What follows belongs to an exercise in optimizing a design on an open flow for small area; a production flow would make more cautious choices. The RTL was checked by simulation tests, not by an equivalence proof against the original design.

### flow/standard.sh
#!/bin/bash
# synth_recipe.tcl (not shown) runs the flow's synth.tcl, then flattens the netlist and writes it again
# the make line also repeats each setting of config.mk as NAME=value (left out here)
make -C /OpenROAD-flow-scripts/flow DESIGN_CONFIG=/design/flow/config.mk WORK_HOME=/design/flow/orfs CLKGATE_MAP_FILE= SYNTH_SCRIPT=/design/flow/synth_recipe.tcl "${@:-finish}"
### flow/flow/synth.tcl
proc synth {args} { yosys synth -nofsm -noshare {*}$args }
# The standard synthesis with one change: abc maps with the script in
# ABC_SCRIPT_FILE instead of ORFS's speed script.
proc abc {args} {
  set i [lsearch -exact $args -script]
  if {$i >= 0} { lset args [expr {$i + 1}] $::env(ABC_SCRIPT_FILE) }
  yosys abc {*}$args
}
source $::env(SCRIPTS_DIR)/synth.tcl
# left out here: clear keep_hierarchy, flatten, clean up, hide names made inside functions, write 1_2_yosys.v
### flow/constraint.sdc
create_clock -name core_clock -period 6.0 [get_ports {clk}]
set_input_delay 1.2000 -clock core_clock [delete_from_list [all_inputs] [get_ports {clk}]]
set_output_delay 1.2000 -clock core_clock [all_outputs]
set_load 0.01 [all_outputs]
### flow/flow/run.sh
#!/bin/bash
# The standard layout (standard.sh) with these changes:
# - synthesis: the standard script, but abc maps with flow/map.abc (an
#   area-oriented mapping that keeps the design's xor structure) instead of
#   ORFS's speed script; flip-flops are mapped as in the standard synthesis
# - the 3-input xor/xnor cells are left out (two 2-input cells are smaller)
# - the port buffers are buf_1 cells (the resizer upsizes those on critical
#   paths) and the pins may sit one track apart, for a smaller die
export BUFFER_PORTS_ARGS="-buffer_cell sky130_fd_sc_hd__buf_1"
export PLACE_PINS_ARGS="-min_distance 1 -min_distance_in_tracks"
export ABC_SCRIPT_FILE=$PWD/flow/map.abc
bash standard.sh "DONT_USE_CELLS=sky130_fd_sc_hd__probe_p_8 sky130_fd_sc_hd__probec_p_8 sky130_fd_sc_hd__lpflow_bleeder_1 sky130_fd_sc_hd__lpflow_clkbufkapwr_1 sky130_fd_sc_hd__lpflow_clkbufkapwr_16 sky130_fd_sc_hd__lpflow_clkbufkapwr_2 sky130_fd_sc_hd__lpflow_clkbufkapwr_4 sky130_fd_sc_hd__lpflow_clkbufkapwr_8 sky130_fd_sc_hd__lpflow_clkinvkapwr_1 sky130_fd_sc_hd__lpflow_clkinvkapwr_16 sky130_fd_sc_hd__lpflow_clkinvkapwr_2 sky130_fd_sc_hd__lpflow_clkinvkapwr_4 sky130_fd_sc_hd__lpflow_clkinvkapwr_8 sky130_fd_sc_hd__lpflow_decapkapwr_12 sky130_fd_sc_hd__lpflow_decapkapwr_3 sky130_fd_sc_hd__lpflow_decapkapwr_4 sky130_fd_sc_hd__lpflow_decapkapwr_6 sky130_fd_sc_hd__lpflow_decapkapwr_8 sky130_fd_sc_hd__lpflow_inputiso0n_1 sky130_fd_sc_hd__lpflow_inputiso0p_1 sky130_fd_sc_hd__lpflow_inputiso1n_1 sky130_fd_sc_hd__lpflow_inputiso1p_1 sky130_fd_sc_hd__lpflow_inputisolatch_1 sky130_fd_sc_hd__lpflow_isobufsrc_1 sky130_fd_sc_hd__lpflow_isobufsrc_16 sky130_fd_sc_hd__lpflow_isobufsrc_2 sky130_fd_sc_hd__lpflow_isobufsrc_4 sky130_fd_sc_hd__lpflow_isobufsrc_8 sky130_fd_sc_hd__lpflow_isobufsrckapwr_16 sky130_fd_sc_hd__lpflow_lsbuf_lh_hl_isowell_tap_1 sky130_fd_sc_hd__lpflow_lsbuf_lh_hl_isowell_tap_2 sky130_fd_sc_hd__lpflow_lsbuf_lh_hl_isowell_tap_4 sky130_fd_sc_hd__lpflow_lsbuf_lh_isowell_4 sky130_fd_sc_hd__lpflow_lsbuf_lh_isowell_tap_1 sky130_fd_sc_hd__lpflow_lsbuf_lh_isowell_tap_2 sky130_fd_sc_hd__lpflow_lsbuf_lh_isowell_tap_4 sky130_fd_sc_hd__xor3_1 sky130_fd_sc_hd__xor3_2 sky130_fd_sc_hd__xor3_4 sky130_fd_sc_hd__xnor3_1 sky130_fd_sc_hd__xnor3_2 sky130_fd_sc_hd__xnor3_4" SYNTH_SCRIPT=$PWD/flow/synth.tcl finish > standard.log 2>&1
### flow/config.mk
export PLATFORM = sky130hd
export DESIGN_NAME = ecc_dec
export DESIGN_NICKNAME = ecc_dec
export VERILOG_FILES = /design/flow/design.v
export SDC_FILE = /design/flow/constraint.sdc
export NUM_CORES = 4
export LEC_CHECK = 0
export CAP_MARGIN = 20
export CORE_AREA = 2 2 288 288
export CTS_CLUSTER_DIAMETER = 120
export CTS_CLUSTER_SIZE = 20
export DIE_AREA = 0 0 290 290
export PLACE_DENSITY = 0.7
export SLEW_MARGIN = 20
### flow/flow/map.abc
strash
&get -n
&st
&b
&dch
&nf
&put
### flow/design.v
module ecc_dec (
    input  wire         clk,
    input  wire         rst,
    input  wire         in_valid,
    input  wire [639:0] line_in,
    input  wire [45:0]  addr,
    output reg          out_valid,
    output reg  [511:0] data_out,
    output reg          err,
    output reg  [2:0]   kind,
    output reg  [3:0]   device,
    output reg  [7:0]   syn0,
    output reg  [7:0]   syn1,
    output reg  [7:0]   swmask
);
    function [7:0] xtime;
        input [7:0] b;
        xtime = {b[6:0], 1'b0} ^ (b[7] ? 8'h1D : 8'h00);
    endfunction
    function [79:0] checks;
        input [7:0] x, y;
        reg [103:0] w;
        begin
            w[7:0]  = x;
            w[15:8] = y;
            w[16] = w[7] ^ w[15];
            w[17] = w[4] ^ w[14];
            w[18] = w[5] ^ w[9];
            w[19] = w[7] ^ w[9];
            w[20] = w[3] ^ w[19];
            w[21] = w[5] ^ w[14];
            w[22] = w[4] ^ w[13];
            w[23] = w[6] ^ w[8];
            w[24] = w[4] ^ w[12];
            w[25] = w[0] ^ w[9];
            w[26] = w[6] ^ w[14];
            w[27] = w[5] ^ w[8];
            w[28] = w[5] ^ w[15];
            w[29] = w[7] ^ w[8];
            w[30] = w[4] ^ w[8];
            w[31] = w[3] ^ w[11];
            w[32] = w[2] ^ w[10];
            w[33] = w[6] ^ w[9];
            w[34] = w[5] ^ w[13];
            w[35] = w[4] ^ w[15];
            w[36] = w[26] ^ w[28];
            w[37] = w[10] ^ w[29];
            w[38] = w[4] ^ w[9];
            w[39] = w[0] ^ w[8];
            w[40] = w[10] ^ w[30];
            w[41] = w[1] ^ w[9];
            w[42] = w[10] ^ w[39];
            w[43] = w[10] ^ w[27];
            w[44] = w[3] ^ w[16];
            w[45] = w[10] ^ w[23];
            w[46] = w[3] ^ w[29];
            w[47] = w[34] ^ w[44];
            w[48] = w[3] ^ w[37];
            w[49] = w[21] ^ w[46];
            w[50] = w[36] ^ w[40];
            w[51] = w[41] ^ w[42];
            w[52] = w[36] ^ w[37];
            w[53] = w[25] ^ w[47];
            w[54] = w[51] ^ w[52];
            w[55] = w[42] ^ w[49];
            w[56] = w[8] ^ w[11];
            w[57] = w[25] ^ w[56];
            w[58] = w[51] ^ w[56];
            w[59] = w[33] ^ w[56];
            w[60] = w[20] ^ w[56];
            w[61] = w[19] ^ w[56];
            w[62] = w[38] ^ w[56];
            w[63] = w[2] ^ w[56];
            w[64] = w[18] ^ w[56];
            w[65] = w[10] ^ w[12];
            w[66] = w[18] ^ w[65];
            w[67] = w[33] ^ w[65];
            w[68] = w[19] ^ w[65];
            w[69] = w[38] ^ w[65];
            w[70] = w[41] ^ w[65];
            w[71] = w[25] ^ w[65];
            w[72] = w[32] ^ w[67];
            w[73] = w[20] ^ w[65];
            w[74] = w[52] ^ w[71];
            w[75] = w[2] ^ w[6];
            w[76] = w[29] ^ w[75];
            w[77] = w[19] ^ w[75];
            w[78] = w[16] ^ w[75];
            w[79] = w[61] ^ w[75];
            w[80] = w[22] ^ w[78];
            w[81] = w[17] ^ w[76];
            w[82] = w[37] ^ w[75];
            w[83] = w[37] ^ w[81];
            w[84] = w[19] ^ w[80];
            w[85] = w[72] ^ w[81];
            w[86] = w[13] ^ w[43];
            w[87] = w[3] ^ w[86];
            w[88] = w[20] ^ w[86];
            w[89] = w[31] ^ w[86];
            w[90] = w[6] ^ w[57];
            w[91] = w[86] ^ w[90];
            w[92] = w[81] ^ w[90];
            w[93] = w[1] ^ w[16];
            w[94] = w[59] ^ w[93];
            w[95] = w[36] ^ w[94];
            w[96] = w[17] ^ w[93];
            w[97] = w[0] ^ w[70];
            w[98] = w[31] ^ w[97];
            w[99] = w[3] ^ w[97];
            w[100] = w[1] ^ w[34];
            w[101] = w[31] ^ w[100];
            w[102] = w[97] ^ w[101];
            w[103] = w[37] ^ w[100];
            checks[0 +: 8] = {w[41], w[39], w[34], w[32], w[31], w[26], w[24], w[16]};
            checks[8 +: 8] = {w[99], w[63], w[51], w[36], w[29], w[25], w[22], w[21]};
            checks[16 +: 8] = {w[72], w[58], w[47], w[42], w[28], w[23], w[19], w[17]};
            checks[24 +: 8] = {w[80], w[70], w[57], w[49], w[37], w[35], w[33], w[27]};
            checks[32 +: 8] = {w[103], w[81], w[71], w[61], w[45], w[44], w[30], w[18]};
            checks[40 +: 8] = {w[102], w[95], w[78], w[68], w[59], w[46], w[43], w[38]};
            checks[48 +: 8] = {w[94], w[92], w[87], w[76], w[67], w[64], w[40], w[20]};
            checks[56 +: 8] = {w[101], w[85], w[77], w[74], w[66], w[62], w[53], w[48]};
            checks[64 +: 8] = {w[98], w[88], w[84], w[82], w[69], w[60], w[55], w[52]};
            checks[72 +: 8] = {w[96], w[91], w[89], w[83], w[79], w[73], w[54], w[50]};
        end
    endfunction
    wire [63:0] ad = {18'd0, addr};
    reg [63:0]  s0, s1;
    reg [7:0]   acc;
    reg [79:0]  chk;
    reg [79:0]  z;          
    reg [7:0]   clean;
    reg [9:0]   rest_name;  
    reg [9:0]   dc_c;
    reg         mark0;
    reg [7:0]   syn1_c;
    reg         found;
    reg [511:0] data_c;
    integer j, k;
    always @(*) begin
        for (j = 0; j < 8; j = j + 1) begin
            s0[8*j +: 8] = ad[8*j +: 8];
            acc = 8'h00;
            for (k = 9; k >= 0; k = k - 1) begin
                s0[8*j +: 8] = s0[8*j +: 8] ^ line_in[8*(10*j+k) +: 8];
                acc = xtime(acc) ^ line_in[8*(10*j+k) +: 8];
            end
            s1[8*j +: 8] = acc;
            clean[j] = ~|{s0[8*j +: 8], s1[8*j +: 8]};
            chk = checks(s0[8*j +: 8], s1[8*j +: 8]);
            for (k = 0; k < 10; k = k + 1)
                z[10*j+k] = ~|chk[8*k +: 8];
            for (k = 0; k < 8; k = k + 1)
                data_c[8*(8*j+k) +: 8] = line_in[8*(10*j+k) +: 8];
        end
        mark0 = (s0[7:0] == 8'h00) && (s1[7:0] >= 8'd1) && (s1[7:0] <= 8'd5);
        for (k = 0; k < 10; k = k + 1) begin
            rest_name[k] = 1'b1;
            for (j = 1; j < 8; j = j + 1)
                rest_name[k] = rest_name[k] & z[10*j+k];
            dc_c[k] = rest_name[k] & (z[k] | mark0);
        end
        syn1_c = 8'h00;
        found  = 1'b0;
        for (j = 0; j < 8; j = j + 1) begin
            if (!found) syn1_c = s1[8*j +: 8];
            found = found | !clean[j];
        end
    end
    reg [511:0] data_r;
    reg [63:0]  s0_r;
    reg [9:0]   dc_r;
    reg         mark0_r;
    reg [7:0]   swmask_r, syn1_r;
    always @(posedge clk) begin
        if (rst) out_valid <= 1'b0;
        else     out_valid <= in_valid;
        data_r   <= data_c;
        s0_r     <= s0;
        dc_r     <= dc_c;
        mark0_r  <= mark0;
        swmask_r <= ~clean;
        syn1_r   <= syn1_c;
    end
    reg       found_r, mk;
    reg [3:0] dev_enc;
    always @(*) begin
        for (j = 0; j < 8; j = j + 1)
            for (k = 0; k < 8; k = k + 1)
                data_out[8*(8*j+k) +: 8] = data_r[8*(8*j+k) +: 8] ^ (dc_r[k] ? s0_r[8*j +: 8] : 8'h00);
        err = |swmask_r;
        mk = mark0_r && (|dc_r);
        dev_enc = 4'd0;
        for (k = 0; k < 10; k = k + 1)
            if (dc_r[k]) dev_enc = dev_enc | k[3:0];
        device = (err && !mk) ? dev_enc : 4'd0;
        if (mk)                      kind = syn1_r[2:0] + 3'd1;
        else if (err && ~|dc_r)      kind = 3'd1;
        else                         kind = 3'd0;
        syn0    = 8'h00;
        found_r = 1'b0;
        for (j = 0; j < 8; j = j + 1) begin
            if (!found_r) syn0 = s0_r[8*j +: 8];
            found_r = found_r | swmask_r[j];
        end
        syn1   = syn1_r;
        swmask = swmask_r;
    end
endmodule
==> reports/metrics.yaml, run 1 <==
cts_buffer_depth: 3
rsz0062_at_grt: "false"
yosysSeqAreaShare_pct: 30.4
grt_pass1_wl_um: 260000
clk_pin_slew_ns: 0.09
drv_slew: 0
min_from: "line_in[575]"
fmax_mhz: 180
hold_end: "data_r[463]"
post_cts_resized: 0
vias_per_cell: 5.40
cts_setup_buffers: 0
synth_most_common_cell: "xnor2_1"
min_period_ns: 5.54
synth.distinct_cells: 43
synth.area.top_cells: "xnor2_1 (41%), dfxtp_1 (30%), xor2_1 (16%)"
worst_slew_pin_slew_ns: 1.17
drt_wl_total_um: 184000
synth-warning-count: 1
finalNonFillerCells: 6838
drive_above_1_share_pct: 5.46
drtIter0Drc: 3529
synth_top_area_share_pct: 41.3
core_area_um2: 80800
drt-pass1-iter-count: 5
drc: 0
grt_pass1_vias: 37500
utilization_pct: 60.4
fp-row-count: 104
wl_per_cell_um: 26.9
syn2layout_area_growth_pct: 22.5
ys_ff_latch: 604
hpwlAfterDp_um: 152000
grtUsageTotal_pct: 42.0
numPlacedInstances: 6790
antenna_found_initial: 11
numPortBuffers: 1233
synthTopCellsByCount: "xnor2_1 (1880), xor2_1 (726), dfxtp_1 (604)"
root_buffer: "clkbuf_16"
startpoint: "line_in[621]"
drv_cap: 0
yosys_most_used_dff: "dfxtp_1"
cts.sinks: 604
die_w_um: 290
place.gp.congestion: 1.11
worstSetupPathType: "primary input to flop"
hold_viol: 0
synth_top_area_cell: "xnor2_1"
synth_edf_count: 0
initial_core_util_pct: 49.3
slew_headroom_pct: 21.6
syn-num-nets: 4920
cts_buffers: 36
period_share_pct: 92.4
hold_buffers: 0
nFillCells: 7372
status: "timing/DRC/antenna clean"
synthCells: 4230
grt_remaining_overflow: 0
cp_max_fo: 4
ant_nets: 0
hold_depth: 1
nets: 6458
num_vias: 36900
htree_levels: 2
cts_tree: "yes"
min_path_type: "primary input to flop"
syn_area_um2: 39800
io_pins: 1234
setup-tns-final_ns: 0
grt_max_degree: 42
postSynthAreaPerCell_um2: 9.41
crit_path_end_kind: "flop"
async_flop_share_pct: 0
die_y_um: 290
crit_arrival_ns: 6.00
required_ns: 6.45
setup_viol_count_final: 0
start_kind: "primary input"
die-area_um2: 84100
-- routing by layer --
layer | global-route usage (%) | share of wire (%) | up-vias | routed length [um]
met4 | 22.5 | 5.9 | 6 | 10900
met5 | 0 | 0.023 | - | 42
li1 | - | - | 16500 | -
met1 | 52.6 | 40 | 17600 | 73000
met3 | 13.2 | 11 | 518 | 21000
met2 | 64.3 | 43 | 2339 | 79000
-- layout by cell type, fill, tap and decap left out, types with 13 or more instances in the layout --
cell / n
buf_1: 1233
dfxtp_1: 596
nand3_1: 21
clkbuf_16: 37
nand2_1: 564
xor2_1: 726
xnor2_1: 1880
a21oi_1: 60
nor4_1: 82
nor3_1: 28
nor4b_1: 13
o21ai_0: 21
nand4_1: 75
buf_4: 267
nor2_1: 35
-- through the flow --
stage / area, um2 / worst slack (ns) / hold slack, ns
6_report: 48800 / 0.458 / 0.746
5_1_grt: 48800 / 0.365 / 0.742
4_1_cts: 48800 / 0.663 / 0.720
3_5_place_dp: 47800 / 0.0443 / 1.35
3_3_place_gp: 47800 / -0.0981 / 1.35
2_1_floorplan: 39800 / 0.634 / 1.23
-- kinds of logic after synthesis --
kind of cell	synth area share, %
XOR/XNOR	57.3
AND/OR/NAND/NOR	10.2
flip-flops	30.4
AO/OA/AOI/OAI	1.62
multiplexers	0.330
buffers and inverters	0.113
adder cells (fa/ha/maj)	0.0314
-- worst max-delay path by stage --
stage,end,slack (ns)
after floorplan,syn1_r[6],0.63
after global placement,syn1_r[2],-0.1
after detailed placement,syn1_r[2],0.04
after CTS,syn1_r[2],0.66
after global routing,dc_r[8],0.37
final,dc_r[8],0.46
-- cell type report --
| class | instances | area, um2 | area share, % |
|---|---|---|---|
| antenna | 5 | 12.5 | 0.0256 |
| multi-input combinational | 3614 | 27700 | 56.7 |
| tap | 1060 | 1330 | 2.72 |
| sequential | 604 | 12100 | 24.8 |
| timing repair buffer | 1500 | 6630 | 13.6 |
| clock buffer | 41 | 951 | 1.95 |
| clock inverter | 2 | 16.3 | 0.0333 |
| inverter | 12 | 45.0 | 0.0923 |
-- worst max-delay path: stages --
cell and delay, ns:
buf_1 0.15, xor2_1 0.22, xnor2_1 0.12, xnor2_1 0.42, xnor2_1 0.21, xnor2_1 0.41
xor2_1 0.29, xor2_1 0.51, xnor2_1 0.37, xnor2_1 0.65, nand4b_1 0.27, nor4_1 0.27
buf_4 0.19, nand4_1 0.26, nor4_1 0.46
-- sequential cells by signal, summed over array words and instances (netlist names) --
signal,flops
s0_r,64
dc_r,10
out_valid,1
mark0_r,1
data_r,512
syn1_r,8
swmask_r,8
==> inputs of run 2 (changes only) <==
--- a/flow/config.mk
+++ b/flow/config.mk
@@ -6,9 +6,9 @@
 export NUM_CORES = 4
 export LEC_CHECK = 0
 export CAP_MARGIN = 20
-export CORE_AREA = 2 2 288 288
+export CORE_AREA = 2 2 273 273
 export CTS_CLUSTER_DIAMETER = 120
 export CTS_CLUSTER_SIZE = 20
-export DIE_AREA = 0 0 290 290
-export PLACE_DENSITY = 0.7
+export DIE_AREA = 0 0 275 275
+export PLACE_DENSITY = 0.75
 export SLEW_MARGIN = 20
==> run 2 against run 1 <==
Compared with the run above:
- the flow now stops in global routing (5_1_grt)
- synthesized area unchanged
- synthesized cell count unchanged
==> reports/metrics.yaml, run 2 <==
cts_buffer_depth: 3  # unchanged
first-error: "[ERROR GRT-0116] Global routing finished with congestion. Check the congestion regions in the DRC Viewer."
status: "did not finish"
grt_pass1_vias: 41000
synth-warning-count: 1  # unchanged
post_cts_resized: 0  # unchanged
htree_levels: 2  # unchanged
syn-num-nets: 4920  # unchanged
placed_area_um2: 47900  # +0.12%
grt_remaining_overflow: 2
initial_core_util_pct: 54.7  # +5.4 points
die_y_um: 275  # -5.2%
numPortBuffers: 1233  # unchanged
grt_max_degree: 46
hold_buffers: 0  # unchanged
syn_area_um2: 39800  # unchanged
synth_top_area_cell: "xnor2_1"
root_buffer: "clkbuf_16"
synth.area.top_cells: "xnor2_1 (41%), dfxtp_1 (30%), xor2_1 (16%)"
fp-row-count: 99  # -4.8%
synth_top_area_share_pct: 41.3  # unchanged
place.gp.congestion: 1.11  # +0.13%
io_pins: 1234  # unchanged
cts.sinks: 604  # unchanged
yosys_most_used_dff: "dfxtp_1"
failing_step: "global routing (5_1_grt)"
yosysSeqAreaShare_pct: 30.4  # unchanged
die_w_um: 275  # -5.2%
postSynthAreaPerCell_um2: 9.41  # unchanged
synth.distinct_cells: 43  # unchanged
cts_buffers: 37  # +2.8%
hpwlAfterDp_um: 153000  # +0.93%
synth_most_common_cell: "xnor2_1"
synthTopCellsByCount: "xnor2_1 (1880), xor2_1 (726), dfxtp_1 (604)"
grtUsageTotal_pct: 49.1
cts_setup_buffers: 0  # unchanged
synthCells: 4230  # unchanged
synth_edf_count: 0  # unchanged
ys_ff_latch: 604  # unchanged
async_flop_share_pct: 0  # unchanged
grt_pass1_wl_um: 268000
[run 2: cell counts after synthesis]
Identical to the previous run, type by type.
[run 2: per-stage QoR]
stage,instances,worst slack [ns]
2_1_floorplan,4230,0.634
3_3_place_gp,6712,0.288
4_1_cts,6757,0.623
3_5_place_dp,6712,0.251
[run 2: worst max-delay path by stage]
stage / startpoint / to / slack [ns] / depth (start not counted)
2_1_floorplan: line_in[78] / syn1_r[6] / 0.63 / 14
3_3_place_gp: line_in[222] / dc_r[1] / 0.29 / 16
3_5_place_dp: line_in[222] / syn1_r[6] / 0.25 / 16
4_1_cts: swmask_r[0] / syn0[6] / 0.62 / 8
[run 2: logic make-up after synthesis]
logic type | share of synthesized area [%]
xor+xnor | 57.3
simple gates | 10.2
flops | 30.4
compound gates | 1.62
mux | 0.330
buf+inv | 0.113
fa+ha+maj | 0.0314
[run 2: per-layer routing]
layer | GRT overflow | GRT usage (%)
met5 | 0 | 0.752
met4 | 0 | 29.3
met3 | 0 | 20.9
met2 | 1 | 74.1
met1 | 1 | 57.8
==> inputs of run 3 (changes only) <==
==> flow/flow/run.sh (replaced) <==
#!/bin/bash
# The standard layout (standard.sh) with these changes:
# - synthesis: the standard script, but abc maps with flow/map.abc (an
#   area-oriented mapping that keeps the design's xor structure) instead of
#   ORFS's speed script; flip-flops are mapped as in the standard synthesis
# - the 3-input xor/xnor cells are left out (two 2-input cells are smaller)
# - the port buffers are buf_1 cells (the resizer upsizes those on critical
#   paths) and the pins may sit one track apart, for a smaller die
export BUFFER_PORTS_ARGS="-buffer_cell sky130_fd_sc_hd__buf_1"
export PLACE_PINS_ARGS="-min_distance 1 -min_distance_in_tracks"
export ABC_SCRIPT_FILE=$PWD/flow/map.abc
bash standard.sh "DONT_USE_CELLS=sky130_fd_sc_hd__probe_p_8 sky130_fd_sc_hd__probec_p_8 sky130_fd_sc_hd__lpflow_bleeder_1 sky130_fd_sc_hd__lpflow_clkbufkapwr_1 sky130_fd_sc_hd__lpflow_clkbufkapwr_16 sky130_fd_sc_hd__lpflow_clkbufkapwr_2 sky130_fd_sc_hd__lpflow_clkbufkapwr_4 sky130_fd_sc_hd__lpflow_clkbufkapwr_8 sky130_fd_sc_hd__lpflow_clkinvkapwr_1 sky130_fd_sc_hd__lpflow_clkinvkapwr_16 sky130_fd_sc_hd__lpflow_clkinvkapwr_2 sky130_fd_sc_hd__lpflow_clkinvkapwr_4 sky130_fd_sc_hd__lpflow_clkinvkapwr_8 sky130_fd_sc_hd__lpflow_decapkapwr_12 sky130_fd_sc_hd__lpflow_decapkapwr_3 sky130_fd_sc_hd__lpflow_decapkapwr_4 sky130_fd_sc_hd__lpflow_decapkapwr_6 sky130_fd_sc_hd__lpflow_decapkapwr_8 sky130_fd_sc_hd__lpflow_inputiso0n_1 sky130_fd_sc_hd__lpflow_inputiso0p_1 sky130_fd_sc_hd__lpflow_inputiso1n_1 sky130_fd_sc_hd__lpflow_inputiso1p_1 sky130_fd_sc_hd__lpflow_inputisolatch_1 sky130_fd_sc_hd__lpflow_isobufsrc_1 sky130_fd_sc_hd__lpflow_isobufsrc_16 sky130_fd_sc_hd__lpflow_isobufsrc_2 sky130_fd_sc_hd__lpflow_isobufsrc_4 sky130_fd_sc_hd__lpflow_isobufsrc_8 sky130_fd_sc_hd__lpflow_isobufsrckapwr_16 sky130_fd_sc_hd__lpflow_lsbuf_lh_hl_isowell_tap_1 sky130_fd_sc_hd__lpflow_lsbuf_lh_hl_isowell_tap_2 sky130_fd_sc_hd__lpflow_lsbuf_lh_hl_isowell_tap_4 sky130_fd_sc_hd__lpflow_lsbuf_lh_isowell_4 sky130_fd_sc_hd__lpflow_lsbuf_lh_isowell_tap_1 sky130_fd_sc_hd__lpflow_lsbuf_lh_isowell_tap_2 sky130_fd_sc_hd__lpflow_lsbuf_lh_isowell_tap_4 sky130_fd_sc_hd__xor3_1 sky130_fd_sc_hd__xor3_2 sky130_fd_sc_hd__xor3_4 sky130_fd_sc_hd__xnor3_1 sky130_fd_sc_hd__xnor3_2 sky130_fd_sc_hd__xnor3_4" SYNTH_SCRIPT=$PWD/flow/synth.tcl GPL_KEEP_OVERFLOW=0 finish > standard.log 2>&1
==> flow/flow/map.abc (replaced) <==
strash
&get -n
&st
&dch
&nf
&put
==> flow/config.mk (replaced) <==
export PLATFORM = sky130hd
export DESIGN_NAME = ecc_dec
export DESIGN_NICKNAME = ecc_dec
export VERILOG_FILES = /design/flow/design.v
export SDC_FILE = /design/flow/constraint.sdc
export NUM_CORES = 4
export LEC_CHECK = 0
export CAP_MARGIN = 20
export CORE_AREA = 2 2 288 288
export CTS_CLUSTER_DIAMETER = 150
export CTS_CLUSTER_SIZE = 25
export DIE_AREA = 0 0 290 290
export PLACE_DENSITY = 0.7
export SLEW_MARGIN = 20
==> run 3 against run 2 <==
Compared with the run above:
- now fails the layout checks on negative setup slack
- synthesized area increased by 0.71%
- synthesized cell count rose by 1.4%
==> reports/metrics.yaml, run 3 <==
cts.sinks: 604  # unchanged
synth_top_area_share_pct: 42.6  # +1.3 points
layout_commonest_cell: "xnor2_1"
drt-pass1-iter-count: 6
nFillCells: 7088
synth.area.top_cells: "xnor2_1 (43%), dfxtp_1 (30%), xor2_1 (13%)"
hold_depth: 2
setup_viol_count_final: 3
die_w_um: 290  # +5.5%
ys_ff_latch: 604  # unchanged
drv_cap: 0
reg_top3: "data_r x512, s0_r x64, dc_r x10"
hold_end: "out_valid"
regArea_um2: 12100
numPortBuffers: 1233  # unchanged
postSynthAreaPerCell_um2: 9.35  # -0.72%
multiInputGateArea_um2: 29000
synth.distinct_cells: 50  # +16%
root_buffer: "clkbuf_16"
slew_headroom_pct: 12.6
drt_wl_total_um: 194000
synthTopCellsByCount: "xnor2_1 (1952), dfxtp_1 (604), xor2_1 (584)"
min_period_ns: 6.08
yosysSeqAreaShare_pct: 30.2  # -0.21 points
nets: 6289
met2_usage_pct: 68.4
synth_edf_count: 0  # unchanged
drtIter0Drc: 3869
whs_ns: 0.675
grtUsageMet3_pct: 13.9
grt_remaining_overflow: 0
worst_slew_pin_slew_ns: 1.31
start_kind: "primary input"
io_pins: 1234  # unchanged
utilization_pct: 60.2
grt_max_degree: 37
grtUsageTotal_pct: 44.1
die-area_um2: 84100
die_y_um: 290  # +5.5%
cts_buffer_depth: 3  # unchanged
syn_area_um2: 40100  # +0.71%
num_vias: 37900
drv_slew: 0
cts_buffers: 28  # -24%
largest_reg_flops: 512
initial_core_util_pct: 49.6  # -5.0 points
place.gp.congestion: 1.10  # -0.65%
clk_pin_slew_ns: 0.12
worstSetupPathType: "primary input to flop"
syn2layout_area_growth_pct: 21.3
setup_slack_ns: -0.0834
max_flop_register: "data_r"
grt_pass1_vias: 37900
core_area_um2: 80800
drc: 0
so_faults: "negative setup slack"
use_met1_pct: 54.1
min_from: "rst"
synth_top_area_cell: "xnor2_1"
rsz0062_at_grt: "false"
gr-max-usage-layer: "met2"
synth-warning-count: 1  # unchanged
min_path_type: "primary input to flop"
grt_pass1_wl_um: 272000
hold_viol: 0
drive_above_1_share_pct: 4.02
crit_path_end_kind: "flop"
layout_common_cells: "xnor2_1 (1837), buf_1 (1233), dfxtp_1 (596)"
status: "finished with violations"
wl_per_cell_um: 29.1
synth_most_common_cell: "xnor2_1"
ant_nets: 0
hpwlAfterDp_um: 160000  # +4.3%
fp-row-count: 104  # +5.1%
syn-num-nets: 4981  # +1.2%
synthCells: 4291  # +1.4%
cts_setup_buffers: 0  # unchanged
vias_per_cell: 5.68
htree_levels: 1  # -1
period_share_pct: 101
antenna_found_initial: 14
cts_tree: "yes"
crit_arrival_ns: 6.68
fmax_mhz: 164
cp_max_fo: 5
required_ns: 6.59
async_flop_share_pct: 0  # unchanged
yosys_most_used_dff: "dfxtp_1"
-- run 3: cell types whose count changed after synthesis, moves of 12 or more --
cell	change
nor2_1	+21
xor2_1	-142
clkinv_1	+30
nand4_1	-19
a21oi_1	-26
o22ai_1	+16
xnor2_1	+72
nand3_1	+12
-- run 3: metrics by stage --
stage	TNS, ns	setup slack, ns	instance area [um2]	std cells
global route	0	0.000309	48600	6663
CTS	0	0.00579	48200	6662
floorplan	0	0.537	40100	4291
global placement	-23.14	-2.06	46100	6584
detailed placement	-18.60	-1.71	47300	6629
finish	-0.166	-0.0834	48600	6669
-- run 3: kinds of logic (layout without fill, tap and decap cells) --
family / Yosys count / count (layout) / share of synthesized area (%)
AO/OA/AOI/OAI: 187 / 187 / 3.28
other: 0 / 7 / 0
buffers and inverters: 42 / 1353 / 0.393
AND/OR/NAND/NOR: 908 / 908 / 10.4
multiplexers: 13 / 13 / 0.328
flip-flops: 604 / 604 / 30.2
XOR/XNOR: 2536 / 2536 / 55.4
adder cells (fa/ha/maj): 1 / 1 / 0.0312
-- run 3: critical path, cell delays in order --
cell       delay (ns)
buf_1            0.12
xnor2_1          0.16
xnor2_1          0.52
xnor2_1          0.19
xnor2_1          0.17
xnor2_1          0.59
xnor2_1          0.19
xnor2_1          0.77
xnor2_1          0.32
xnor2_1          0.85
xnor2_1          0.24
nand4_1          0.32
nor4_1           0.58
o2111ai_1        0.24
nor3_1           0.20
-- run 3: timing repair --
action / 4_1_cts / 5_1_grt
setup endpoints to repair: 17 / 17
hold endpoints to repair: 0 / 0
gates resized for setup: 29 / 38
hold buffers: 0 / 0
cloned: 0 / 0
-- run 3: worst max-delay path by stage --
stage	startpoint	endpoint	slack, ns
2_1_floorplan	line_in[69]	syn1_r[1]	0.54
3_3_place_gp	line_in[159]	dc_r[8]	-2.06
3_5_place_dp	line_in[159]	dc_r[6]	-1.71
4_1_cts	line_in[159]	dc_r[8]	0.006
5_1_grt	line_in[479]	dc_r[3]	0.0003
6_report	line_in[463]	dc_r[7]	-0.08
-- run 3: cell type report --
type / instances / area share [%]
Clock inverter: 1 / 0.0412
Clock buffer: 32 / 1.52
Tap cell: 1060 / 2.73
Multi-Input combinational cell: 3645 / 59.7
Sequential cell: 604 / 24.9
Antenna cell: 7 / 0.0360
Timing Repair Buffer: 1278 / 10.7
Inverter: 42 / 0.324
-- run 3: layer usage --
layer	wire [um]	share of wire, %
met1	73900	38
met4	13400	6.9
met5	125	0.064
met3	23000	12
met2	83400	43
==> inputs of run 4 (changes only) <==
--- a/flow/flow/run.sh
+++ b/flow/flow/run.sh
@@ -6,6 +6,9 @@
 # - the 3-input xor/xnor cells are left out (two 2-input cells are smaller)
 # - the port buffers are buf_1 cells (the resizer upsizes those on critical
 #   paths) and the pins may sit one track apart, for a smaller die
+# - timing-driven global placement keeps none of its trial buffering
+#   (GPL_KEEP_OVERFLOW=0); timing is repaired after CTS and global routing
+#   instead, aiming at the setup margin set in config.mk
 export BUFFER_PORTS_ARGS="-buffer_cell sky130_fd_sc_hd__buf_1"
 export PLACE_PINS_ARGS="-min_distance 1 -min_distance_in_tracks"
 export ABC_SCRIPT_FILE=$PWD/flow/map.abc
==> flow/flow/map.abc (replaced) <==
strash
&get -n
&st
&b
&dch
&nf
&put
--- a/flow/config.mk
+++ b/flow/config.mk
@@ -7,8 +7,9 @@
 export LEC_CHECK = 0
 export CAP_MARGIN = 20
 export CORE_AREA = 2 2 288 288
-export CTS_CLUSTER_DIAMETER = 150
+export CTS_CLUSTER_DIAMETER = 130
 export CTS_CLUSTER_SIZE = 25
 export DIE_AREA = 0 0 290 290
 export PLACE_DENSITY = 0.7
+export SETUP_SLACK_MARGIN = 0.45
 export SLEW_MARGIN = 20
==> run 4 against run 3 <==
Compared with the run above:
- the run now finishes clean
- via count is 4.7% lower
- sequential share of layout area is 0.19 points higher
- die area stayed put
==> reports/metrics.yaml, run 4 <==
period_share_pct: 95.4  # -6.0 points
synth.area.top_cells: "xnor2_1 (41%), dfxtp_1 (30%), xor2_1 (16%)"
die_y_um: 290  # unchanged
cts_tree: "yes"
grt_remaining_overflow: 0  # unchanged
synth_most_common_cell: "xnor2_1"
gr-max-usage-layer: "met2"
place.gp.congestion: 1.03  # -6.0%
drt-pass1-iter-count: 5  # -1
finalNonFillerCells: 6595  # -1.1%
utilization_pct: 59.7  # -0.46 points
min_path_type: "primary input to flop"
layout_commonest_cell: "xnor2_1"
hold_end: "data_r[399]"
fp-row-count: 104  # unchanged
synth.distinct_cells: 43  # -14%
core_area_um2: 80800  # unchanged
clk_pin_slew_ns: 0.11  # about the same
drtIter0Drc: 3533  # -8.7%
drv_cap: 0  # unchanged
cts.sinks: 604  # unchanged
required_ns: 6.57  # -0.02 ns
synth_edf_count: 0  # unchanged
reg_top3: "data_r x512, s0_r x64, dc_r x10"
syn_area_um2: 39800  # -0.70%
numPlacedInstances: 6546  # -1.3%
synth_top_area_cell: "xnor2_1"
synth-warning-count: 1  # unchanged
min_from: "line_in[495]"
ant_nets: 0  # unchanged
async_flop_share_pct: 0  # unchanged
hpwlAfterDp_um: 150000  # -6.5%
grt_pass1_vias: 36400  # -4.1%
wl_per_cell_um: 27.7  # -4.8%
htree_levels: 1  # unchanged
drive_above_1_share_pct: 3.74  # -0.27 points
vias_per_cell: 5.47  # -3.6%
synthCells: 4230  # -1.4%
cts_buffer_depth: 3  # unchanged
status: "timing/DRC/antenna clean"
grt_max_degree: 42  # +14%
grtUsageMet3_pct: 12.5  # -1.4 points
antenna_found_initial: 7  # -7
cts_buffers: 28  # unchanged
crit_arrival_ns: 6.29  # -0.39 ns
drt_wl_total_um: 182000  # -5.9%
yosys_most_used_dff: "dfxtp_1"
min_period_ns: 5.72  # -0.361 ns
synth_top_area_share_pct: 41.3  # -1.3 points
hold_viol: 0  # unchanged
setup_viol_count_final: 0  # -3
layout_common_cells: "xnor2_1 (1773), buf_1 (1233), xor2_1 (708)"
initial_core_util_pct: 49.3  # -0.35 points
num_vias: 36100  # -4.7%
root_buffer: "clkbuf_16"
die_w_um: 290  # unchanged
slew_headroom_pct: 11.1  # -1.4 points
cp_max_fo: 6  # +1
crit_path_end_kind: "flop"
worst_slew_pin_slew_ns: 1.32  # +0.0166 ns
fmax_mhz: 175  # +6.3%
nets: 6214  # -1.2%
max_flop_register: "data_r"
syn-num-nets: 4920  # -1.2%
synthTopCellsByCount: "xnor2_1 (1880), xor2_1 (726), dfxtp_1 (604)"
worstSetupPathType: "primary input to flop"
hold_depth: 1  # -1
die-area_um2: 84100  # unchanged
drc: 0  # unchanged
io_pins: 1234  # unchanged
met2_usage_pct: 64.7  # -3.8 points
largest_reg_flops: 512  # unchanged
grt_pass1_wl_um: 258000  # -5.3%
use_met1_pct: 52.4  # -1.7 points
postSynthAreaPerCell_um2: 9.41  # +0.73%
setup_slack_ns: 0.277  # +0.361 ns
grtUsageTotal_pct: 41.5  # -2.7 points
numPortBuffers: 1233  # unchanged
start_kind: "primary input"
drv_slew: 0  # unchanged
yosysSeqAreaShare_pct: 30.4  # +0.21 points
rsz0062_at_grt: "true"
ys_ff_latch: 604  # unchanged
syn2layout_area_growth_pct: 21.2  # about the same
place_worst_setup_slack_ns: -1.40  # +0.304 ns
## run 4: cell count changes after synthesis, moves of 19 or more
| cell | before | now |
|---|---|---|
| a21oi_1 | 34 | 60 |
| clkinv_1 | 42 | 12 |
| nand4_1 | 56 | 75 |
| nor2_1 | 56 | 35 |
| xnor2_1 | 1952 | 1880 |
| xor2_1 | 584 | 726 |
## run 4: worst max-delay path by stage
stage | startpoint | to | slack (ns) | cells after the start
global placement | line_in[158] | dc_r[9] | -1.52 | 15
detailed placement | line_in[158] | dc_r[9] | -1.40 | 15
finish | line_in[358] | dc_r[8] | 0.28 | 13
floorplan | line_in[78] | syn1_r[6] | 0.63 | 14
CTS | line_in[383] | dc_r[8] | 0.46 | 14
global route | line_in[463] | dc_r[8] | 0.32 | 14
## run 4: final cells by class
class,instances,area (um2)
Sequential cell,604,12100
Fill cell,7357,32500
Timing Repair Buffer,1264,5070
Tap cell,1060,1330
Clock buffer,33,762
Clock inverter,1,16.3
Inverter,12,45.0
Multi-Input combinational cell,3614,28900
Antenna cell,7,17.5
## run 4: logic make-up (layout without fill, tap and decap cells)
group	Yosys count	count (layout)	synth area share, %
mux	13	13	0.330
xor+xnor	2606	2606	57.3
compound gates	112	112	1.62
simple gates	882	882	10.2
fa+ha+maj	1	1	0.0314
flops	604	604	30.4
other cells	0	7	0
buf+inv	12	1310	0.113
## run 4: metrics by stage
step | cell area [um2] | TNS, ns | hold WS, ns
2_1_floorplan | 39800 | 0 | 1.23
3_5_place_dp | 46500 | -13.15 | 1.35
3_3_place_gp | 45800 | -14.33 | 1.35
4_1_cts | 47600 | 0 | 0.648
5_1_grt | 48300 | 0 | 0.664
6_report | 48300 | 0 | 0.676
## run 4: repair_timing
action	4_1_cts	5_1_grt
setup buffers	0	8
hold buffers	0	0
gates resized for setup	48	61
endpoints found under the setup margin	18	17
endpoints found under the hold margin	0	0
pin swaps	0	6
cloned	0	0
## run 4: critical path, cell delays in order
cell,delay (ns)
buf_1,0.16
xnor2_1,0.31
xnor2_1,0.13
xnor2_1,0.17
xnor2_1,0.97
clkinv_1,0.56
xnor2_1,0.30
xnor2_2,0.58
xnor2_1,0.30
nand4b_1,0.34
nor4_1,0.44
nand4_1,0.47
nor4_1,0.35
## run 4: routing by layer
metal	vias to the layer above	wire length [um]	part of all wire [%]
met3	483	19800	11
met4	2	9740	5.3
met2	2212	80200	44
met1	17400	72800	40
li1	16000	-	-
met5	-	16	0.0088
==> inputs of run 5 (changes only) <==
==> flow/design.v (replaced) <==
module ecc_dec (
    input  wire         clk,
    input  wire         rst,
    input  wire         in_valid,
    input  wire [639:0] line_in,
    input  wire [45:0]  addr,
    output reg          out_valid,
    output reg  [511:0] data_out,
    output reg          err,
    output reg  [2:0]   kind,
    output reg  [3:0]   device,
    output reg  [7:0]   syn0,
    output reg  [7:0]   syn1,
    output reg  [7:0]   swmask
);
    function [7:0] xtime;
        input [7:0] b;
        xtime = {b[6:0], 1'b0} ^ (b[7] ? 8'h1D : 8'h00);
    endfunction
    function [79:0] checks;
        input [7:0] x, y;
        reg [106:0] w;
        begin
            w[7:0]  = x;
            w[15:8] = y;
            w[16] = w[4] ^ w[14];
            w[17] = w[1] ^ w[9];
            w[18] = w[6] ^ w[14];
            w[19] = w[7] ^ w[8];
            w[20] = w[6] ^ w[8];
            w[21] = w[4] ^ w[12];
            w[22] = w[0] ^ w[9];
            w[23] = w[4] ^ w[13];
            w[24] = w[5] ^ w[13];
            w[25] = w[4] ^ w[8];
            w[26] = w[5] ^ w[9];
            w[27] = w[3] ^ w[11];
            w[28] = w[4] ^ w[9];
            w[29] = w[16] ^ w[24];
            w[30] = w[5] ^ w[15];
            w[31] = w[6] ^ w[15];
            w[32] = w[6] ^ w[9];
            w[33] = w[4] ^ w[15];
            w[34] = w[29] ^ w[32];
            w[35] = w[2] ^ w[10];
            w[36] = w[0] ^ w[8];
            w[37] = w[10] ^ w[25];
            w[38] = w[5] ^ w[8];
            w[39] = w[7] ^ w[9];
            w[40] = w[7] ^ w[15];
            w[41] = w[10] ^ w[36];
            w[42] = w[17] ^ w[41];
            w[43] = w[10] ^ w[38];
            w[44] = w[19] ^ w[43];
            w[45] = w[10] ^ w[20];
            w[46] = w[3] ^ w[19];
            w[47] = w[3] ^ w[40];
            w[48] = w[3] ^ w[39];
            w[49] = w[29] ^ w[48];
            w[50] = w[16] ^ w[47];
            w[51] = w[24] ^ w[47];
            w[52] = w[10] ^ w[46];
            w[53] = w[10] ^ w[12];
            w[54] = w[26] ^ w[53];
            w[55] = w[17] ^ w[53];
            w[56] = w[32] ^ w[53];
            w[57] = w[28] ^ w[53];
            w[58] = w[22] ^ w[53];
            w[59] = w[39] ^ w[53];
            w[60] = w[29] ^ w[53];
            w[61] = w[2] ^ w[58];
            w[62] = w[8] ^ w[11];
            w[63] = w[17] ^ w[62];
            w[64] = w[28] ^ w[62];
            w[65] = w[32] ^ w[62];
            w[66] = w[2] ^ w[62];
            w[67] = w[39] ^ w[62];
            w[68] = w[26] ^ w[62];
            w[69] = w[22] ^ w[62];
            w[70] = w[48] ^ w[62];
            w[71] = w[2] ^ w[7];
            w[72] = w[20] ^ w[71];
            w[73] = w[31] ^ w[71];
            w[74] = w[32] ^ w[71];
            w[75] = w[18] ^ w[71];
            w[76] = w[10] ^ w[72];
            w[77] = w[24] ^ w[72];
            w[78] = w[62] ^ w[74];
            w[79] = w[13] ^ w[62];
            w[80] = w[43] ^ w[79];
            w[81] = w[45] ^ w[79];
            w[82] = w[41] ^ w[79];
            w[83] = w[37] ^ w[79];
            w[84] = w[3] ^ w[5];
            w[85] = w[16] ^ w[84];
            w[86] = w[23] ^ w[84];
            w[87] = w[33] ^ w[84];
            w[88] = w[25] ^ w[84];
            w[89] = w[0] ^ w[27];
            w[90] = w[65] ^ w[89];
            w[91] = w[55] ^ w[89];
            w[92] = w[1] ^ w[40];
            w[93] = w[65] ^ w[92];
            w[94] = w[16] ^ w[92];
            w[95] = w[12] ^ w[27];
            w[96] = w[62] ^ w[95];
            w[97] = w[0] ^ w[16];
            w[98] = w[65] ^ w[97];
            w[99] = w[18] ^ w[30];
            w[100] = w[92] ^ w[99];
            w[101] = w[79] ^ w[99];
            w[102] = w[97] ^ w[99];
            w[103] = w[13] ^ w[17];
            w[104] = w[65] ^ w[103];
            w[105] = w[66] ^ w[103];
            w[106] = w[88] ^ w[103];
            checks[0 +: 8] = {w[40], w[36], w[35], w[27], w[24], w[21], w[18], w[17]};
            checks[8 +: 8] = {w[96], w[66], w[42], w[31], w[29], w[23], w[22], w[19]};
            checks[16 +: 8] = {w[63], w[61], w[51], w[41], w[39], w[30], w[20], w[16]};
            checks[24 +: 8] = {w[77], w[69], w[55], w[50], w[44], w[38], w[33], w[32]};
            checks[32 +: 8] = {w[104], w[75], w[67], w[58], w[47], w[45], w[26], w[25]};
            checks[40 +: 8] = {w[100], w[82], w[73], w[65], w[59], w[46], w[43], w[28]};
            checks[48 +: 8] = {w[98], w[93], w[86], w[72], w[68], w[56], w[48], w[37]};
            checks[56 +: 8] = {w[106], w[102], w[85], w[81], w[74], w[64], w[54], w[52]};
            checks[64 +: 8] = {w[105], w[91], w[87], w[80], w[76], w[70], w[57], w[34]};
            checks[72 +: 8] = {w[101], w[94], w[90], w[88], w[83], w[78], w[60], w[49]};
        end
    endfunction
    wire [63:0] ad = {18'd0, addr};
    reg [63:0]  s0, s1;
    reg [7:0]   acc;
    reg [79:0]  chk;
    reg [79:0]  z;          
    reg [7:0]   clean;
    reg [9:0]   rest_name;  
    reg [9:0]   dc_c;
    reg         mark0;
    reg [7:0]   syn1_c;
    reg         found;
    reg [511:0] data_c;
    integer j, k;
    always @(*) begin
        for (j = 0; j < 8; j = j + 1) begin
            s0[8*j +: 8] = ad[8*j +: 8];
            acc = 8'h00;
            for (k = 9; k >= 0; k = k - 1) begin
                s0[8*j +: 8] = s0[8*j +: 8] ^ line_in[8*(10*j+k) +: 8];
                acc = xtime(acc) ^ line_in[8*(10*j+k) +: 8];
            end
            s1[8*j +: 8] = acc;
            clean[j] = ~|{s0[8*j +: 8], s1[8*j +: 8]};
            chk = checks(s0[8*j +: 8], s1[8*j +: 8]);
            for (k = 0; k < 10; k = k + 1)
                z[10*j+k] = ~|chk[8*k +: 8];
            for (k = 0; k < 8; k = k + 1)
                data_c[8*(8*j+k) +: 8] = line_in[8*(10*j+k) +: 8];
        end
        mark0 = (s0[7:0] == 8'h00) && (s1[7:0] >= 8'd1) && (s1[7:0] <= 8'd5);
        for (k = 0; k < 10; k = k + 1) begin
            rest_name[k] = 1'b1;
            for (j = 1; j < 8; j = j + 1)
                rest_name[k] = rest_name[k] & z[10*j+k];
            dc_c[k] = rest_name[k] & (z[k] | mark0);
        end
        syn1_c = 8'h00;
        found  = 1'b0;
        for (j = 0; j < 8; j = j + 1) begin
            if (!found) syn1_c = s1[8*j +: 8];
            found = found | !clean[j];
        end
    end
    reg [511:0] data_r;
    reg [63:0]  s0_r;
    reg [9:0]   dc_r;
    reg         mark0_r;
    reg [7:0]   swmask_r, syn1_r;
    always @(posedge clk) begin
        if (rst) out_valid <= 1'b0;
        else     out_valid <= in_valid;
        data_r   <= data_c;
        s0_r     <= s0;
        dc_r     <= dc_c;
        mark0_r  <= mark0;
        swmask_r <= ~clean;
        syn1_r   <= syn1_c;
    end
    reg       found_r, mk;
    reg [3:0] dev_enc;
    always @(*) begin
        for (j = 0; j < 8; j = j + 1)
            for (k = 0; k < 8; k = k + 1)
                data_out[8*(8*j+k) +: 8] = data_r[8*(8*j+k) +: 8] ^ (dc_r[k] ? s0_r[8*j +: 8] : 8'h00);
        err = |swmask_r;
        mk = mark0_r && (|dc_r);
        dev_enc = 4'd0;
        for (k = 0; k < 10; k = k + 1)
            if (dc_r[k]) dev_enc = dev_enc | k[3:0];
        device = (err && !mk) ? dev_enc : 4'd0;
        if (mk)                      kind = syn1_r[2:0] + 3'd1;
        else if (err && ~|dc_r)      kind = 3'd1;
        else                         kind = 3'd0;
        syn0    = 8'h00;
        found_r = 1'b0;
        for (j = 0; j < 8; j = j + 1) begin
            if (!found_r) syn0 = s0_r[8*j +: 8];
            found_r = found_r | swmask_r[j];
        end
        syn1   = syn1_r;
        swmask = swmask_r;
    end
endmodule
--- a/flow/flow/run.sh
+++ b/flow/flow/run.sh
@@ -6,9 +6,6 @@
 # - the 3-input xor/xnor cells are left out (two 2-input cells are smaller)
 # - the port buffers are buf_1 cells (the resizer upsizes those on critical
 #   paths) and the pins may sit one track apart, for a smaller die
-# - timing-driven global placement keeps none of its trial buffering
-#   (GPL_KEEP_OVERFLOW=0); timing is repaired after CTS and global routing
-#   instead, aiming at the setup margin set in config.mk
 export BUFFER_PORTS_ARGS="-buffer_cell sky130_fd_sc_hd__buf_1"
 export PLACE_PINS_ARGS="-min_distance 1 -min_distance_in_tracks"
 export ABC_SCRIPT_FILE=$PWD/flow/map.abc
--- a/flow/config.mk
+++ b/flow/config.mk
@@ -7,9 +7,8 @@
 export LEC_CHECK = 0
 export CAP_MARGIN = 20
 export CORE_AREA = 2 2 288 288
-export CTS_CLUSTER_DIAMETER = 130
-export CTS_CLUSTER_SIZE = 25
+export CTS_CLUSTER_DIAMETER = 120
+export CTS_CLUSTER_SIZE = 20
 export DIE_AREA = 0 0 290 290
 export PLACE_DENSITY = 0.7
-export SETUP_SLACK_MARGIN = 0.45
 export SLEW_MARGIN = 20
==> run 5 against run 4 <==
Compared with the run above:
- the layout now fails its checks (negative setup slack)
- setup slack got worse by 0.34 ns
- cell area fell by 0.91%
- global-route usage barely moved
- non-clock buffer count fell by 2
- fmax fell by 5.6%
- synthesized cell count rose by 0.26%
- first-iteration DRC count fell by 10%
- sequential cell count did not move
- sequential share of layout area rose by 0.23 points
- hold slack improved by 0.065 ns
==> reports/metrics.yaml, run 5 <==
drtIter0Drc: 3167  # -10%
fp-row-count: 104  # unchanged
antenna_found_initial: 22  # +15
drc: 0  # unchanged
grt_max_degree: 39  # -7.1%
min_period_ns: 6.06  # +0.338 ns
yosys_most_used_dff: "dfxtp_1"
design_area_um2: 47800  # -0.91%
setup_slack_ns: -0.0606  # -0.338 ns
hold_depth: 1  # unchanged
cts_buffer_depth: 3  # unchanged
cts_buffers: 36  # +29%
cp_max_fo: 8  # +2
fmax_mhz: 165  # -5.6%
drt-pass1-iter-count: 8  # +3
ant_nets: 0  # unchanged
root_buffer: "clkbuf_16"
synth.area.top_cells: "xnor2_1 (42%), dfxtp_1 (30%), xor2_1 (15%)"
async_flop_share_pct: 0  # unchanged
synthTopCellsByCount: "xnor2_1 (1911), xor2_1 (686), dfxtp_1 (604)"
vias_per_cell: 5.45  # -0.36%
initial_core_util_pct: 49.4  # +0.084 points
start_kind: "primary input"
so_faults: "negative setup slack"
worstSetupPathType: "primary input to flop"
core_area_um2: 80800  # unchanged
cts.sinks: 604  # unchanged
cpPeakStageDelay_ns: 0.92  # -0.05 ns
ys_ff_latch: 604  # unchanged
drt_wl_total_um: 182000  # -0.31%
status: "finished with violations"
worst_path_dominant_cell_family: "simple AND/OR/NAND/NOR gates"
numPlacedInstances: 6561  # +0.23%
io_pins: 1234  # unchanged
setup_viol_count_final: 2  # +2
die_y_um: 290  # unchanged
layout_common_cells: "xnor2_1 (1856), buf_1 (1233), xor2_1 (681)"
cts_tree: "yes"
syn_area_um2: 39900  # +0.17%
die_w_um: 290  # unchanged
crit_path_end_kind: "flop"
crit_path_frequent_cell: "xnor2_1"
place_worst_setup_slack_ns: -0.947  # +0.455 ns
whs_ns: 0.741  # +0.0647 ns
place.gp.congestion: 1.06  # +2.6%
synth_top_area_cell: "xnor2_1"
synthCells: 4241  # +0.26%
min_from: "line_in[175]"
reg_top3: "data_r x512, s0_r x64, dc_r x10"
synth.distinct_cells: 50  # +16%
num_vias: 36100  # +0.14%
finalNonFillerCells: 6628  # +0.50%
grtUsageTotal_pct: 41.5  # about the same
largest_reg_flops: 512  # unchanged
path_cells: "buf_1 > xor2_1 > xnor2_1 > xor2_1 > xnor2_1 > xnor2_1 > xnor2_2 > xnor2_1 > nor4b_1 > nand3_1 > nor4_1 > nand3_1 > nor4_1 > nand4_1 > nor3_1"
drive_above_1_share_pct: 2.54  # -1.2 points
worst_slew_pin_slew_ns: 1.22  # -0.104 ns
min_path_type: "primary input to flop"
period_share_pct: 101  # +5.6 points
synth_most_common_cell: "xnor2_1"
grt_pass1_vias: 36600  # +0.74%
slew_headroom_pct: 18.1  # +7.0 points
required_ns: 6.53  # -0.04 ns
syn-num-nets: 4931  # +0.22%
clk_pin_slew_ns: 0.10  # about the same
max_flop_register: "data_r"
worst-path-buf-inv: 1  # -1
syn2layout_area_growth_pct: 19.9
worst_path_max_delay_cell: "nor4b_1"
numPortBuffers: 1233  # unchanged
layout_commonest_cell: "xnor2_1"
hpwlAfterDp_um: 149000  # -0.47%
drv_slew: 0  # unchanged
synth-warning-count: 1  # unchanged
htree_levels: 2  # +1
nets: 6231  # +0.27%
grt_pass1_wl_um: 257000  # -0.31%
hold_viol: 0  # unchanged
postSynthAreaPerCell_um2: 9.41  # about the same
drv_cap: 0  # unchanged
wl_per_cell_um: 27.4  # -0.80%
synth_edf_count: 0  # unchanged
placed_area_um2: 46700  # +0.32%
die-area_um2: 84100  # unchanged
hold_end: "data_r[143]"
grt_remaining_overflow: 0  # unchanged
yosysSeqAreaShare_pct: 30.3  # -0.051 points
synth_top_area_share_pct: 42.0  # +0.61 points
crit_arrival_ns: 6.59  # +0.30 ns
rsz0062_at_grt: "false"
==> run 5: changes by cell type in the layout (fill, tap and decap cells not counted), sizes merged, moves of 6 or more <==
cell	before	now
clkinv	12	20
nor2	35	45
xnor2	1880	1911
xor2	726	686
nand2	564	550
nand3	21	27
o21ai	21	15
nand4	75	69
clkbuf	33	42
nor4	82	89
diode	7	22
==> run 5: metal layers <==
layer	GRT usage [%]	wire, um
met2	65.4	79900
met4	20.6	10000
met3	13.4	20500
met5	0.567	117
met1	50.8	71400
==> run 5: worst max path at each step <==
| stage | from | end | slack [ns] | cells after the start |
|---|---|---|---|---|
| global placement | line_in[148] | syn1_r[4] | -2.09 | 15 |
| finish | line_in[222] | dc_r[3] | -0.06 | 15 |
| detailed placement | line_in[143] | syn1_r[7] | -0.95 | 15 |
| floorplan | line_in[62] | syn1_r[4] | 0.09 | 14 |
| CTS | line_in[391] | dc_r[8] | 0.06 | 14 |
| global route | line_in[143] | syn1_r[7] | 0.009 | 15 |
==> run 5: timing repair <==
item,4_1_cts,5_1_grt
setup endpoints to repair,10,14
setup buffers,1,0
pin swaps,1,0
hold buffers,0,0
gates cloned,0,0
gates resized for setup,3,8
==> run 5: final cells by class <==
type / instances / area, um2
Fill cell: 7482 / 33000
Multi-Input combinational cell: 3618 / 28200
Sequential cell: 604 / 12100
Timing Repair Buffer: 1262 / 5070
Tap cell: 1060 / 1330
Clock buffer: 41 / 951
Inverter: 19 / 71.3
Antenna cell: 22 / 55.1
Clock inverter: 2 / 17.5
==> run 5: per-stage QoR <==
step / TNS (ns) / util, %
final: -0.0687 / 59.2
after global routing: 0 / 59.2
after CTS: 0 / 59.0
after detailed placement: -9.29 / 57.8
after global placement: -22.93 / 56.7
after floorplan: 0 / -
==> run 5: cells by family after synthesis <==
group	count (synthesis)	share of synthesized area, %
flip-flops	604	30.3
XOR/XNOR	2597	57.0
adder cells (fa/ha/maj)	1	0.0314
AO/OA/AOI/OAI	128	1.94
AND/OR/NAND/NOR	876	10.1
buffers and inverters	19	0.179
multiplexers	16	0.405
==> inputs of run 6 (changes only) <==
--- a/flow/config.mk
+++ b/flow/config.mk
@@ -11,4 +11,5 @@
 export CTS_CLUSTER_SIZE = 20
 export DIE_AREA = 0 0 290 290
 export PLACE_DENSITY = 0.7
+export SETUP_SLACK_MARGIN = 0.15
 export SLEW_MARGIN = 20
==> run 6 against run 5 <==
Compared with the run above:
- the layout still fails its checks (negative setup slack)
- sequential cell count stayed put
- critical path depth stayed put
- via count is 0.12% lower
- first-iteration DRC count is 4.7% higher
- sequential share of layout area is 0.073 points lower
- cell area is 0.29% higher
- setup slack better by 0.0040 ns
- hold slack worse by 0.0097 ns
- fmax hardly changed
- largest cell class unchanged
==> reports/metrics.yaml, run 6 <==
largest_reg_flops: 512  # unchanged
drtIter0Drc: 3317  # +4.7%
path_cells: "buf_1 > xor2_1 > xnor2_1 > xor2_1 > xnor2_1 > xnor2_1 > xnor2_2 > xor2_1 > nor4_1 > nand3_1 > nor4_1 > nand3_1 > nor4_1 > nand4_1 > nor3_1"
htree_levels: 2  # unchanged
crit_arrival_ns: 6.58  # about the same
drt-pass1-iter-count: 8  # unchanged
synth.area.top_cells: "xnor2_1 (42%), dfxtp_1 (30%), xor2_1 (15%)"
design_area_um2: 48000  # +0.29%
grt_pass1_vias: 36300  # -0.82%
setup_viol_count_final: 1  # -1
vias_per_cell: 5.45  # about the same
synth_most_common_cell: "xnor2_1"
async_flop_share_pct: 0  # unchanged
min_period_ns: 6.06  # -0.00396 ns
worst_path_max_delay_cell: "xnor2_2"
ant_nets: 0  # unchanged
fmax_mhz: 165  # about the same
cts_buffer_depth: 3  # unchanged
drive_above_1_share_pct: 2.89  # +0.34 points
required_ns: 6.52  # about the same
fp-row-count: 104  # unchanged
hpwlAfterDp_um: 148000  # -0.50%
status: "finished with violations"
synth-warning-count: 1  # unchanged
clk_pin_slew_ns: 0.10  # about the same
setup_slack_ns: -0.0566  # +0.00396 ns
syn_area_um2: 39900  # unchanged
layout_commonest_cell: "xnor2_1"
hold_viol: 0  # unchanged
wl_per_cell_um: 27.5  # +0.11%
drc: 0  # unchanged
place_worst_setup_slack_ns: -1.41  # -0.463 ns
nets: 6229  # -0.032%
period_share_pct: 101  # about the same
drt_wl_total_um: 182000  # about the same
slew_headroom_pct: 19.7  # +1.6 points
drv_cap: 0  # unchanged
yosysSeqAreaShare_pct: 30.3  # unchanged
cts_tree: "yes"
drv_slew: 0  # unchanged
min_path_type: "primary input to flop"
yosys_most_used_dff: "dfxtp_1"
syn2layout_area_growth_pct: 20.2
die_y_um: 290  # unchanged
hold_buffers: 0  # unchanged
cts_buffers: 36  # unchanged
worstSetupPathType: "primary input to flop"
grt_max_degree: 45  # +15%
worst_slew_pin_slew_ns: 1.20  # -0.0238 ns
place.gp.congestion: 1.08  # +2.1%
reg_top3: "data_r x512, s0_r x64, dc_r x10"
cp_max_fo: 8  # unchanged
grt_remaining_overflow: 0  # unchanged
postSynthAreaPerCell_um2: 9.41  # unchanged
io_pins: 1234  # unchanged
synthCells: 4241  # unchanged
core_area_um2: 80800  # unchanged
synthTopCellsByCount: "xnor2_1 (1911), xor2_1 (686), dfxtp_1 (604)"
root_buffer: "clkbuf_16"
syn-num-nets: 4931  # unchanged
die-area_um2: 84100  # unchanged
synth.distinct_cells: 50  # unchanged
cts.sinks: 604  # unchanged
grtUsageTotal_pct: 41.5  # +0.058 points
cpPeakStageDelay_ns: 0.75  # -0.17 ns
ys_ff_latch: 604  # unchanged
start_kind: "primary input"
synth_top_area_cell: "xnor2_1"
layout_common_cells: "xnor2_1 (1842), buf_1 (1233), xor2_1 (679)"
num_vias: 36100  # -0.12%
numPortBuffers: 1233  # unchanged
crit_path_end_kind: "flop"
die_w_um: 290  # unchanged
so_faults: "negative setup slack"
grt_pass1_wl_um: 257000  # about the same
placed_area_um2: 46600  # -0.16%
nFillCells: 7492  # +0.13%
synth_top_area_share_pct: 42.0  # unchanged
antenna_found_initial: 20  # -9.1%
rsz0062_at_grt: "true"
max_flop_register: "data_r"
initial_core_util_pct: 49.4  # unchanged
synth_edf_count: 0  # unchanged
[run 6: cell counts after synthesis]
Identical to the previous run, type by type.
[run 6: worst paths after layout]
check	from	to	slack [ns]	cells after the start
hold / removal	line_in[335]	data_r[271]	0.73	1
setup / recovery	line_in[462]	dc_r[3]	-0.06	15
[run 6: area by class of cell]
| cell class | count | area, um2 | share of cell area, % |
|---|---|---|---|
| diodes | 11 | 27.5 | 0.0574 |
| clock buffers | 41 | 951 | 1.98 |
| clock inverters | 3 | 18.8 | 0.0391 |
| inverters | 19 | 71.3 | 0.149 |
| multi-input cells | 3618 | 28400 | 59.2 |
| flip-flops and latches | 604 | 12100 | 25.3 |
| well taps | 1060 | 1330 | 2.77 |
| repair buffers | 1260 | 5050 | 10.5 |
[run 6: stage by stage]
stage	instances	utilization (%)	hold WS, ns	setup TNS (ns)
final	6616	59.4	0.731	-0.0566
after global routing	6613	59.3	0.726	0
after CTS	6603	59.0	0.715	0
after detailed placement	6556	57.7	1.35	-14.89
after global placement	6534	56.7	1.35	-22.40
after floorplan	4241	-	1.23	0
[run 6: logic make-up after synthesis]
family                     share of synthesized area (%)
xor gates and xnor gates                            57.0
and+or+nand+nor                                     10.1
DFF                                                 30.3
AOI/OAI and AO/OA                                   1.94
buffers and inverters                              0.179
muxes                                              0.405
adders and majority gates                         0.0314
[run 6: worst max-delay path, delay by kind of cell]
kind                   cells  cell delay [ns]
XOR/XNOR                   7             2.55
buffers and inverters      1             0.13
AND/OR/NAND/NOR            7             2.67
[run 6: repair_timing]
item                                    4_1_cts  5_1_grt
resized for setup                            13       24
endpoints found under the setup margin       12       15
buffers inserted                              3        2
pin swaps                                     2        0
[run 6: routing by layer]
| metal | up-vias | wire length [um] | share of wire (%) | GRT usage (%) |
|---|---|---|---|---|
| li1 | 16100 | - | - | - |
| met1 | 17200 | 72500 | 40 | 52.1 |
| met2 | 2211 | 79100 | 44 | 64.6 |
| met3 | 546 | 20100 | 11 | 13.1 |
| met4 | 12 | 10100 | 5.5 | 20.1 |
| met5 | - | 78 | 0.043 | 0.227 |

==> separate check: timing with driven ports <==
No port has a modelled driver above. Below, the same layouts with a new extraction and two added sets of constraints.
Step 1 assumes that a clkbuf_16 drives the clock port and a buf_2 every other input.
Step 2 moves the port delays by t, midway between the first and last clock arrival at a register: inputs arrive t later, outputs are due t later. That takes back most of the time a late clock gives input paths.
a / b / c = ideal ports / drivers / drivers and shift; a / b = the first two.
| run | shift t [ns] | setup slack, ns | worst hold slack (ns) | worst register clock-pin slew, ns | worst data-port slew with drivers (ns) |
|---|---|---|---|---|---|
| run 1 | 0.665 | 0.458 / 0.507 / -0.158 | 0.746 / 0.701 / 1.366 | 0.10 / 0.10 | 0.09 |
| run 3 | 0.722 | -0.083 / -0.030 / -0.752 | 0.675 / 0.624 / 1.346 | 0.12 / 0.12 | 0.14 |
| run 4 | 0.727 | 0.277 / 0.321 / -0.406 | 0.676 / 0.633 / 1.360 | 0.12 / 0.12 | 0.14 |
| run 5 | 0.661 | -0.061 / -0.011 / -0.673 | 0.741 / 0.697 / 1.359 | 0.10 / 0.10 | 0.16 |
| run 6 | 0.667 | -0.057 / -0.007 / -0.674 | 0.731 / 0.693 / 1.360 | 0.10 / 0.10 | 0.16 |
Met with ideal ports but missed after step 2: setup timing in run 1 and run 4. The setup slack of run 4, which loses most, moves by +0.044 ns with the drivers and by -0.683 ns with both steps.
